This design comes from an exercise in tuning for small area, a short achievable clock period and few clock cycles per item on the open sky130 flow, not from production work. Only simulation tests tie the RTL to the original design; equivalence was not proved.

==> run E: inputs <==
## c1_ldpc_enc
module c1_ldpc_enc (
    input  wire        clk,
    input  wire        rst,         
    input  wire        in_valid,
    output wire        in_ready,
    input  wire [31:0] in_data,
    output wire        out_valid,
    input  wire        out_ready,
    output wire [31:0] out_data
);
    reg  [255:0] A0, A1, A2, A3;
    reg  [8:0]   wc;       
    reg  [7:0]   ic;       
    reg          st_out;   
    reg  [7:0]   os;       
    reg          rec;      
    reg  [4:0]   ow;       
    reg          ov;       
    reg          rdy;      
    reg  [31:0]  oreg;
    reg          p0s;      
    reg  [31:0]  dr;       
    reg          selb_r, clr_r, clr0_r, lastr;
    reg          rs;       
    reg  [3:0]   ins_r;
    reg          match;    
    reg  [7:0]   ge;       
    reg          wrq0, wrqn;
    reg          sd;       
    reg  [3:0]   so, sw;   
    assign in_ready  = rdy;
    assign out_valid = ov;
    assign out_data  = oreg;
    wire in_fire = in_valid & rdy;
    wire ldp     = st_out & match;
    wire ld      = ldp & (~ov | out_ready);
    wire [31:0] din;
    genvar gi;
    generate for (gi = 0; gi < 32; gi = gi + 1) begin : g_din
        assign din[gi] = in_data[31-gi];
    end endgenerate
    wire [31:0] wv0;
    assign wv0[0] = (A0[0] & ~clr0_r) ^ (dr[0] & ins_r[0]);
    assign wv0[1] = (A0[1] & ~clr0_r) ^ (dr[1] & ins_r[0]);
    assign wv0[2] = (A0[2] & ~clr0_r) ^ (dr[2] & ins_r[0]);
    assign wv0[3] = (A0[3] & ~clr0_r) ^ (dr[3] & ins_r[0]);
    assign wv0[4] = (A0[4] & ~clr0_r) ^ (dr[4] & ins_r[0]);
    assign wv0[5] = (A0[5] & ~clr0_r) ^ (dr[5] & ins_r[0]);
    assign wv0[6] = (A0[6] & ~clr0_r) ^ (dr[6] & ins_r[0]);
    assign wv0[7] = (A0[7] & ~clr0_r) ^ (dr[7] & ins_r[0]);
    assign wv0[8] = (A0[8] & ~clr0_r) ^ (dr[8] & ins_r[0]);
    assign wv0[9] = (A0[9] & ~clr0_r) ^ (dr[9] & ins_r[0]);
    assign wv0[10] = (A0[10] & ~clr0_r) ^ (dr[10] & ins_r[0]);
    assign wv0[11] = (A0[11] & ~clr0_r) ^ (dr[11] & ins_r[0]);
    assign wv0[12] = (A0[12] & ~clr0_r) ^ (dr[12] & ins_r[0]);
    assign wv0[13] = (A0[13] & ~clr0_r) ^ (dr[13] & ins_r[0]);
    assign wv0[14] = (A0[14] & ~clr0_r) ^ (dr[14] & ins_r[0]);
  ...
export LEC_CHECK = 0
export CAP_MARGIN = 20
export CORE_MARGIN = 2
export CORE_UTILIZATION = 55
export CTS_CLUSTER_DIAMETER = 60
export CTS_CLUSTER_SIZE = 25
export PLACE_DENSITY = 0.65
export SLEW_MARGIN = 20
create_clock -name core_clock -period 10.0 [get_ports {clk}]
standard.sh (not shown) runs the stock make flow with config.mk's settings and CLKGATE_MAP_FILE= SYNTH_SCRIPT=/design/flow/synth_recipe.tcl, a recipe that flattens the netlist after the stock synthesis.
==> flow/flow/run.sh <==
#!/bin/bash
set -euo pipefail
export BUFFER_PORTS_ARGS="-buffer_cell sky130_fd_sc_hd__buf_4"
export SETUP_SLACK_MARGIN=6.6
bash standard.sh > standard.log 2>&1
==> run R (differences from run E) <==
==> flow/flow/run.sh (replaced) <==
#!/bin/bash
set -euo pipefail
export BUFFER_PORTS_ARGS="-buffer_cell sky130_fd_sc_hd__buf_4"
export SETUP_SLACK_MARGIN=6.8
bash standard.sh > standard.log 2>&1
==> run G (differences from run E) <==
--- a/flow/design.v
+++ b/flow/design.v
@@ -1375,12 +1375,13 @@
     assign osrc[30] = (sd & p0w[30]) | ((so[0]) & A3[2]) | ((so[1] | sw[1]) & A1[140]) | ((so[2] | sw[2]) & A2[94]) | ((so[3] | sw[3]) & A0[211]);
     assign osrc[31] = (sd & p0w[31]) | ((so[0]) & A3[3]) | ((so[1] | sw[1]) & A1[141]) | ((so[2] | sw[2]) & A2[95]) | ((so[3] | sw[3]) & A0[212]);
     wire [31:0] osrc_rev;
     generate for (gi = 0; gi < 32; gi = gi + 1) begin : g_orev
         assign osrc_rev[gi] = osrc[31-gi];
     end endgenerate
+    wire [31:0] oreg_n = ({32{ld}} & osrc_rev) | ({32{~ld}} & oreg);
     wire       st_out_0 = rs ? 1'b0 : lastr ? 1'b1 : st_out;
     wire       st_out_n = st_out_0 & ~(ld & (ow == 5'd31));
     wire [8:0] wc_n     = rs ? 9'd0 : in_fire ? wc + 9'd1 : wc;
     wire [7:0] ic_n     = (rs | in_fire) ? 8'd0 : (wc != 9'd0) ? ic + 8'd1 : ic;
     wire       ov_n     = ~rst & (ld | (ov & ~out_ready));
     wire       ow31     = (ow == 5'd31);
@@ -1435,10 +1436,10 @@
                     os_n[2:0] >= 3'd3, os_n[2:0] >= 3'd2, os_n[2:0] >= 3'd1, 1'b1};
         wrq0    <= pass1_n & (os_n[2:0] == 3'd0);
         wrqn    <= pass1_n & (os_n[2:0] != 3'd0);
         sd      <= ld ? sd_b : sd_a;
         so      <= ld ? so_b : so_a;
         sw      <= ld ? sw_b : sw_a;
-        if (ld) oreg <= osrc_rev;
+        oreg    <= oreg_n;
         if (wrq0) p0s <= p0w[0];
     end
 endmodule
==> flow/flow/run.sh (replaced) <==
#!/bin/bash
set -euo pipefail
export BUFFER_PORTS_ARGS="-buffer_cell sky130_fd_sc_hd__buf_4"
export SETUP_SLACK_MARGIN=7.0
bash standard.sh > standard.log 2>&1
Settings changed: CTS_CLUSTER_DIAMETER 60 to default, CTS_CLUSTER_SIZE 25 to default.
==> flow_metrics.env <==
export IMPL_outcome="finished clean"
export IMPL_p_leak_nw=16.5
export IMPL_ys_types=62
export IMPL_final_cell_mix="dfxtp_1 (963), mux2_2 (295), nand2_1 (264)"
export IMPL_fin_ws_ns=6.70
export IMPL_timing_hold_ws_ns=0.315
export IMPL_seqPwrFrac_pct=56.8
export IMPL_r2r_cells=7
export IMPL_grt_pass1_wl_um=169000
export IMPL_synth_cells=3137
export IMPL_power_internal_mw=7.31
export IMPL_pg_seq_mw=5.98
Source of the figures above: run R

==> flow_metrics.env <==
export IMPL_outcome="finished clean"
export IMPL_p_leak_nw=17.7
export IMPL_ys_types=58
export IMPL_seqPwrFrac_pct=49.5
export IMPL_fin_ws_ns=6.56
export IMPL_final_cell_mix="dfxtp_1 (963), mux2_1 (268), nand2_1 (258)"
export IMPL_pg_seq_mw=5.94
Source of the figures above: run G

==> flow_metrics.env <==
export IMPL_ys_types=62
export IMPL_synth_cells=3137
export IMPL_outcome="finished clean"
export IMPL_seqPwrFrac_pct=55.2
export IMPL_timing_hold_ws_ns=0.300
export IMPL_final_cell_mix="dfxtp_1 (965), mux2_2 (295), nand2_1 (265)"
export IMPL_power_internal_mw=7.53
export IMPL_pg_seq_mw=5.98
Source of the figures above: run E

Testbench counts of run E, summed over its fixed seeds: cycles 25,896, rows 48.
Testbench counts of run R, summed over its fixed seeds: cycles 25,896, rows 48.
Testbench counts of run G, summed over its fixed seeds: cycles 25,896, rows 48.

[port drivers added, routing unchanged]
No port has a modelled driver above. Below, the same layouts with a new extraction and two added sets of constraints.
Step 1 assumes that a clkbuf_16 drives the clock port and a buf_2 every other input.
Step 2 times the ports against the registers' clock, not the clock port: input delays grow and output delays shrink by t, the midpoint of the rising clock arrivals with the driver on.
Three values: ideal, step 1, step 2; two values: the first two.
| run | t (ns) | slack for setup (ns) | worst hold slack (ns) |
|---|---|---|---|
| run E | 0.704 | 6.661 / 6.595 / 6.210 | 0.300 / 0.300 / 0.300 |
| run R | 0.737 | 6.695 / 6.623 / 6.510 | 0.315 / 0.315 / 0.315 |
| run G | 0.743 | 6.563 / 6.491 / 6.605 | 0.306 / 0.306 / 0.306 |
After both steps every run listed still meets setup and hold. For run E, which loses most, drivers alone change the setup slack by -0.066 ns; drivers and shift together by -0.451 ns.
